Context: an optimization exercise on an open-source flow, tuned for small area and a short achievable clock period. The choices shown serve that exercise and are no tape-out recipe.
Function was checked by simulation only, so behaviour that the tests miss may differ from the original.
Power figures rest on the tool's default switching activity, not on a simulated workload.

`flow/run.sh`:
```
#!/bin/bash
# synth_recipe.tcl (not shown) runs the flow's synth.tcl, then flattens the netlist and writes it again
# the make line also repeats each setting of config.mk as NAME=value (left out here)
make -C /OpenROAD-flow-scripts/flow DESIGN_CONFIG=/design/flow/config.mk WORK_HOME=/design/flow/orfs CLKGATE_MAP_FILE= SYNTH_SCRIPT=/design/flow/synth_recipe.tcl finish
```
`flow/config.mk`:
```
export PLATFORM = sky130hd
export DESIGN_NAME = hbm_line_codec
export DESIGN_NICKNAME = hbm_line_codec
export VERILOG_FILES = /design/flow/design.v
export SDC_FILE = /design/flow/constraint.sdc
export NUM_CORES = 4
export LEC_CHECK = 0
export CAP_MARGIN = 20
export CORE_MARGIN = 2
export CORE_UTILIZATION = 40
export SLEW_MARGIN = 20
```
`flow/constraint.sdc`:
```
create_clock -name core_clock -period 10.0 [get_ports {clk}]
set_input_delay 2.0000 -clock core_clock [delete_from_list [all_inputs] [get_ports {clk}]]
set_output_delay 2.0000 -clock core_clock [all_outputs]
set_load 0.01 [all_outputs]
```
`flow/design.v`:
```
module hbm_pair_enc (
  input  wire [73:0] x,
  output wire [6:0]  hs,
  output wire        px
);
  function automatic [6:0] info_pos(input integer j);
    integer p, cnt;
    begin
      info_pos = 7'd0;
      cnt = 0;
      for (p = 3; p <= 91; p = p + 1) begin
        if ((p & (p - 1)) != 0) begin
          if (cnt == j) info_pos = p[6:0];
          cnt = cnt + 1;
        end
      end
    end
  endfunction
  function automatic [73:0] col_mask(input integer b);
    integer j;
    reg [6:0] p;
    begin
      col_mask = 74'd0;
      for (j = 0; j < 74; j = j + 1) begin
        p = info_pos(j);
        col_mask[j] = (p[2:0] == b);
      end
    end
  endfunction
  function automatic [73:0] row_mask(input integer a);
    integer j;
    reg [6:0] p;
    begin
      row_mask = 74'd0;
      for (j = 0; j < 74; j = j + 1) begin
        p = info_pos(j);
        row_mask[j] = (p[6:3] == a);
      end
    end
  endfunction
  wire [7:0]  col;
  wire [10:0] row;
  genvar k;
  generate
    for (k = 0; k < 8; k = k + 1) begin : g_col
      localparam [73:0] CM = col_mask(k);
      assign col[k] = ^(x & CM);
    end
    for (k = 0; k < 11; k = k + 1) begin : g_row
      localparam [73:0] RM = row_mask(k);
      assign row[k] = ^(x & RM);
    end
  endgenerate
  assign hs[0] = col[1] ^ col[3] ^ col[5] ^ col[7];
  assign hs[1] = col[2] ^ col[3] ^ col[6] ^ col[7];
  assign hs[2] = col[4] ^ col[5] ^ col[6] ^ col[7];
  assign hs[3] = row[1] ^ row[3] ^ row[5] ^ row[7] ^ row[9];
  assign hs[4] = row[2] ^ row[3] ^ row[6] ^ row[7] ^ row[10];
  assign hs[5] = row[4] ^ row[5] ^ row[6] ^ row[7];
  assign hs[6] = row[8] ^ row[9] ^ row[10];
  assign px    = ^col;
endmodule
module hbm_fold_enc (
  input  wire [9:0] f,
  output wire [6:0] hs,
  output wire       px
);
  assign hs[0] = f[1] ^ f[3] ^ f[5] ^ f[7] ^ f[9];
  assign hs[1] = f[0] ^ f[1] ^ f[4] ^ f[5] ^ f[8] ^ f[9];
  assign hs[2] = f[2] ^ f[3] ^ f[4] ^ f[5];
  assign hs[3] = f[6] ^ f[7] ^ f[8] ^ f[9];
  assign hs[4] = ^f;
  assign hs[5] = 1'b0;
  assign hs[6] = ^f;
  assign px    = ^f;
endmodule
module hbm_pair_dec (
  input  wire [6:0]  hs,          
  input  wire        px,          
  input  wire [6:0]  fhs,         
  input  wire        fpx,         
  input  wire [7:0]  stored,      
  input  wire        kill,        
  output wire [73:0] flip,        
  output wire        unc,         
  output wire        afault       
);
  function automatic [6:0] info_pos(input integer j);
    integer p, cnt;
    begin
      info_pos = 7'd0;
      cnt = 0;
      for (p = 3; p <= 91; p = p + 1) begin
        if ((p & (p - 1)) != 0) begin
          if (cnt == j) info_pos = p[6:0];
          cnt = cnt + 1;
        end
      end
    end
  endfunction
  wire [6:0] s = hs ^ fhs ^ stored[6:0];
  wire       p = px ^ fpx ^ (^stored);
  wire zero   = (s == 7'd0);
  wire big    = s[6] & (s[5] | (s[4] & s[3] & s[2]));         
  wire foldp  = s[6] & !s[5] & s[4] & (s[3] ? !s[2] : (s[1] | s[2]));   
  assign unc    = p ? big : !zero;
  assign afault = p & foldp;
  wire [7:0]  lo;
  wire [15:0] hi;
  genvar j;
  generate
    for (j = 0; j < 8; j = j + 1) begin : g_lo
      assign lo[j] = !kill & (s[2:0] == j);
    end
    for (j = 0; j < 16; j = j + 1) begin : g_hi
      assign hi[j] = (s[6:3] == j);
    end
    for (j = 0; j < 74; j = j + 1) begin : g_flip
      localparam [6:0] POS = info_pos(j);
      assign flip[j] = lo[POS[2:0]] & hi[POS[6:3]];
    end
  endgenerate
endmodule
module hbm_line_codec (
  input  wire         clk,
  input  wire         rst,            
  input  wire         in_valid,
  input  wire         in_write,       
  input  wire [5:0]   in_mask,        
  input  wire [32:0]  in_addr,        
  input  wire [255:0] in_line,        
  input  wire [215:0] in_wdata,       
  output reg          out_valid,
  output reg  [1:0]   out_class,      
  output wire         out_status,     
  output wire [5:0]   out_word_err,   
  output wire [215:0] out_data,       
  output reg          out_wb,         
  output wire [255:0] out_line        
);
  wire [9:0] fold  = in_addr[9:0] ^ in_addr[19:10] ^ in_addr[29:20] ^ {7'd0, in_addr[32:30]};
  wire [9:0] fdiff = fold ^ in_line[255:246];
  wire [4:0] a1, a2;
  genvar i;
  generate
    for (i = 0; i < 5; i = i + 1) begin : g_fd
      assign a1[i] = fdiff[2*i] | fdiff[2*i + 1];
      assign a2[i] = fdiff[2*i] & fdiff[2*i + 1];
    end
  endgenerate
  wire b1 = a1[0] | a1[1];
  wire b2 = a2[0] | a2[1] | (a1[0] & a1[1]);
  wire c1 = a1[2] | a1[3] | a1[4];
  wire c2 = a2[2] | a2[3] | a2[4] | (a1[2] & a1[3]) | (a1[4] & (a1[2] | a1[3]));
  wire fd2 = b2 | c2 | (b1 & c1);
  wire fd1 = (b1 | c1) & !fd2;
  wire [6:0] fhs;
  wire       fpx;
  hbm_fold_enc u_fenc (.f(fold), .hs(fhs), .px(fpx));
  wire [6:0]  phs [0:2];
  wire [2:0]  ppx;
  wire [73:0] flip [0:2];
  wire [2:0]  unc, afault;
  wire        bad;
  generate
    for (i = 0; i < 3; i = i + 1) begin : g_dec
      hbm_pair_enc u_enc (
        .x  ({in_line[216 + 10*i + 9 : 216 + 10*i + 8], in_line[72*i + 71 : 72*i]}),
        .hs (phs[i]),
        .px (ppx[i])
      );
      hbm_pair_dec u_dec (
        .hs     (phs[i]),
        .px     (ppx[i]),
        .fhs    (fhs),
        .fpx    (fpx),
        .stored (in_line[216 + 10*i + 7 : 216 + 10*i]),
        .kill   (bad),
        .flip   (flip[i]),
        .unc    (unc[i]),
        .afault (afault[i])
      );
    end
  endgenerate
  wire [2:0] pcorr;
  generate
    for (i = 0; i < 3; i = i + 1) begin : g_pc
      assign pcorr[i] = (^in_line[216 + 10*i + 7 : 216 + 10*i]) ^ ppx[i] ^ fpx;
    end
  endgenerate
  wire any_addr   = (|afault) | fd2;
  wire any_uncorr = |unc;
  wire any_corr   = (|pcorr) | fd1;
  wire full_write = in_write & (&in_mask);
  assign bad      = any_addr | any_uncorr;
  wire [1:0] line_class = full_write ? 2'd0 :
                          any_addr   ? 2'd3 :
                          any_uncorr ? 2'd2 :
                          any_corr   ? 2'd1 : 2'd0;
  reg [215:0] new_data;
  reg [5:0]   new_pois;
  integer w;
  always @* begin
    for (w = 0; w < 6; w = w + 1) begin
      if (in_write && in_mask[w]) begin
        new_data[36*w +: 36] = in_wdata[36*w +: 36];
        new_pois[w]          = 1'b0;
      end else begin
        new_data[36*w +: 36] = in_line[36*w +: 36] ^ flip[w/2][36*(w%2) +: 36];
        new_pois[w]          = bad | (in_line[216 + 10*(w/2) + 8 + (w%2)] ^ flip[w/2][72 + (w%2)]);
      end
    end
  end
  reg [215:0] r_data;
  reg [5:0]   r_pois;
  reg [9:0]   r_fold;
  always @(posedge clk) begin
    if (rst) out_valid <= 1'b0;
    else     out_valid <= in_valid;
    out_class <= line_class;
    out_wb    <= in_write | (line_class == 2'd1);
    r_data    <= new_data;
    r_pois    <= new_pois;
    r_fold    <= fold;
  end
  wire [6:0] rfhs;
  wire       rfpx;
  hbm_fold_enc u_rfenc (.f(r_fold), .hs(rfhs), .px(rfpx));
  wire [7:0] check [0:2];
  generate
    for (i = 0; i < 3; i = i + 1) begin : g_enc
      wire [6:0] hs;
      wire       px;
      hbm_pair_enc u_enc (
        .x  ({r_pois[2*i + 1 : 2*i], r_data[72*i + 71 : 72*i]}),
        .hs (hs),
        .px (px)
      );
      assign check[i][6:0] = hs ^ rfhs;
      assign check[i][7]   = px ^ rfpx ^ (^(hs ^ rfhs));
    end
  endgenerate
  assign out_line = {r_fold,
                     r_pois[5:4], check[2],
                     r_pois[3:2], check[1],
                     r_pois[1:0], check[0],
                     r_data};
  assign out_data     = r_data;
  assign out_word_err = r_pois;
  assign out_status   = out_class[1];
endmodule
```
==> results.ini, run 1 <==
[floorplanning]
die_x_um=251
initial_core_util_pct=40.4
num_rows=90
fp.dieH_um=251

[synth]
ys.flop_type=dfxtp_1
synth_top_family_by_area=XOR/XNOR gates
synth_cell_type_count=64
synth_compound_area_share_pct=13.2
netlist_area_um2=24300
async_reset_ff_share_pct=0
synth_seq_cells=236
synthMuxAreaShare_pct=0.236
ys_seq_area_share_pct=19.4
synth_area_per_cell_um2=8.38
synth_nets=3421
synthSimpleGateAreaFrac_pct=16.6
synth_edf_count=0
synthAdderAreaFrac_pct=0
synth_xor_area_share_pct=40.4
yosysWarnings=1
syn_inst=2906

[outcome]
stop_stage=I/O pin placement (3_2_place_iop)
stop_error=[ERROR PPL-0024] Number of IO pins (998) exceeds maximum number of available positions (902). Increase the die perimeter from 1002.80um to 1357.28um.
status=stopped before the end

cell families after synthesis:
group,count (synthesis)
xor+xnor,1013
simple gates,795
compound gates,464
buf+inv,394
flops,236
mux,4
synth_stat cells, drive strengths merged (21+ instances only):
cell      n  area, um2
a31oi   218       1380
and2     21        136
buf     289       2060
clkbuf   90        338
dfxtp   236       4720
nand2   229        860
nor2    267       1010
o31ai   210       1580
or4     212       1590
xnor2   836       7420
xnor3    58       1320
xor2    116       1030
==> run 2, diff against run 1 <==
--- a/flow/config.mk
+++ b/flow/config.mk
@@ -6,6 +6,6 @@
 export NUM_CORES = 4
 export LEC_CHECK = 0
 export CAP_MARGIN = 20
-export CORE_MARGIN = 2
-export CORE_UTILIZATION = 40
+export CORE_AREA = 4 4 346 346
+export DIE_AREA = 0 0 350 350
 export SLEW_MARGIN = 20
==> run 2 against run 1 <==
Effect of this change:
- now clean on timing, DRC and antenna
- synthesized cell count did not move
- synthesized area did not move
==> results.ini, run 2 <==
[global_routing]
grt_pass1_vias=24204
grt_util_all_layers_pct=23.2
grt_max_degree=146
antenna_found_initial=29
grt_pass1_wl_um=200000
grt-ovfl-total=0

[routing]
vias=25644
drt.antenna.violating_nets=0
drtIter0Drc=2753
drt-total-wl_um=151000
drtPass1Iterations=9
avgViaCountPerCell=4.96
routedWlPerCell_um=29.1
drc=0

[synth]
ys_seq_area_share_pct=19.4  ; unchanged
synth_nets=3421  ; unchanged
synth_area_leaders=xnor2_1, dfxtp_1, buf_4
ys.flop_type=dfxtp_1
synth_top_cells_by_count=xnor2_1, nor2_1, dfxtp_1
netlist_area_um2=24300  ; unchanged
synth_edf_count=0  ; unchanged
yosysWarnings=1  ; unchanged
synth_seq_cells=236  ; unchanged
yosysMostFrequentCell=xnor2_1
yosys.area.top_type=xnor2_1
async_reset_ff_share_pct=0  ; unchanged
synth_top_area_share_pct=29.8  ; unchanged
syn_inst=2906  ; unchanged
synth_cell_type_count=64  ; unchanged
synth_area_per_cell_um2=8.38  ; unchanged

[timing]
worst_slack_ns=2.91
setup_tns_ns=0
final-setup-viol-count=0
rsz0062_at_grt=no
fin_crit_ns=7.09
tightest_slew_ns=1.16
fmax_mhz=141
drv_slew=0
finalHoldViolations=0
timing.slew.headroom_pct=22.7
finalCritPeriodShare_pct=70.9

[floorplanning]
ios=998
fp.dieH_um=350  ; +40%
die_x_um=350  ; +40%
die-area_um2=123000
initial_core_util_pct=20.9  ; -19 points
num_rows=125  ; +39%
core-area_um2=116000

[place]
detailedPlace.worstSlack_ns=2.46
gp_congestion=0.935
io_buffers=997
dp_hpwl_um=122000

[setup_path]
crit_family=XOR/XNOR gates
endpoint_kind=flip-flop
slowest_stage=xnor2_1
path_class=in -> reg
worstPathBufferInverterCount=2
critPathMaxStageDelay_ns=0.83
worst_ep_required_time_ns=10.50
arrival_ns=7.60
crit_top_cell=xnor3_1
crit_start=in_addr[28]
crit_chain=clkdlybuf4s50_1 > xnor3_1 > xor2_2 > xnor2_4 > xnor3_1 > xnor2_1 > or2_2 > nor2_1 > a31oi_4 > nand3_4 > buf_12 > or4_1 > a31oi_1
crit_path_max_fanout=145
start_kind=input port

[cts]
clkSlewWorstSetupHoldPaths_ns=0.06
numCtsBuffers=36
post_cts_resize_count=0
clock-sinks=236
h-tree-depth=2
clockBufferDepth=3
cts_setup_buffers=0
cts_tree=built
cts_root_buf=clkbuf_16
cts_hold_buf=0

[cells_and_area]
fillers=12280
drive_above_1_share_pct=4.19
largest_register=r_data
final_cell_mix=clkdlybuf4s50_1, xnor2_1, nor2_1
area_growth_pct=46.2
nets=4114
top_regs=r_data: 216 flops, r_fold: 10 flops, r_pois: 6 flops
largest_register_ffs=216
mostFrequentLayoutCell=clkdlybuf4s50_1

[pwr]
p_per_area_nw_per_um2=420
irDropWorstVdd_v=0.000748
p_leak_nw=11.7

[run]
maxCapViolCount=0

[worst_hold_path]
min_delay_path_depth=2
min_to=out_valid
min-delay-start=rst
min_path_type=in -> reg

[outcome]
status=no timing/DRC/antenna violations

==> run 2: worst max path at each step <==
stage / end / cells after the start
after floorplan: r_data[0] / 14
after global placement: r_data[91] / 13
after detailed placement: r_data[58] / 13
after CTS: r_data[58] / 13
after global routing: r_data[37] / 13
final: r_data[53] / 13
==> run 2: layout make-up <==
cell class / count / area [um2] / area share, %
multi-input combinational: 2276 / 17300 / 48.5
timing repair buffer: 1034 / 10300 / 29.0
sequential: 236 / 4720 / 13.3
tap: 1524 / 1910 / 5.36
clock buffer: 48 / 1050 / 2.95
clock inverter: 15 / 213 / 0.598
inverter: 15 / 56.3 / 0.158
antenna: 19 / 47.5 / 0.134
==> run 2: through the flow <==
stage               std cells  utilization [%]  cell area (um2)  total power, mW  hold slack (ns)
floorplan                2906                -            24300             8.58             2.07
global placement         5084             29.5            34300             13.4             2.55
detailed placement       5085             29.5            34300             13.5             2.54
CTS                      5148             30.6            35500             14.9             1.91
global route             5159             30.6            35600             15.6             1.95
finish                   5167             30.6            35600             15.0             1.97
==> run 2: metal layers <==
layer / up-vias / track usage, % / wire (um)
met2: 1621 / 38.4 / 70100
met5: - / 0 / 99
met3: 296 / 5.20 / 14600
li1: 11337 / - / -
met4: 14 / 10.5 / 7180
met1: 12376 / 28.7 / 58600
==> run 2: kinds of logic (layout without fill, tap and decap cells) <==
logic type,Yosys count,in the layout,share of synthesized area [%]
buffers and inverters,394,1112,10.1
other,0,19,0
flip-flops,236,236,19.4
XOR/XNOR,1013,1013,40.4
AO/OA/AOI/OAI,464,464,13.2
AND/OR/NAND/NOR,795,795,16.6
multiplexers,4,4,0.236
==> run 2: report_power, final <==
part / switching (mW) / leakage, nW / internal (mW)
combinational: 7.83 / 9.04 / 4.46
sequential: 0.219 / 1.99 / 1.02
clock: 0.574 / 0.622 / 0.846

## what the ideal ports hide
Ports are ideal in the flow. The routed layout listed here was re-timed in OpenROAD. Step 1 sets driving cells, clkbuf_16 on the clock port and buf_2 on the other inputs (assumed; they add their load-dependent delay and slew). Step 2 moves the port delays by t, midway between the first and last clock arrival at a register: inputs arrive t later, outputs are due t later. That takes back most of the time a late clock gives input paths. a / b / c = no drivers / after step 1 / after step 2; a / b = the first two.
run: run 2
t (ns): 0.625
setup slack, ns: 2.905 / 2.942 / 2.317
worst slew at a driven data input, ns: 0.29
pins driven straight from the clock port: 1
After both steps setup and hold are still met in run 2. The setup slack of run 2 moves by +0.037 ns with the drivers and by -0.588 ns with both steps.
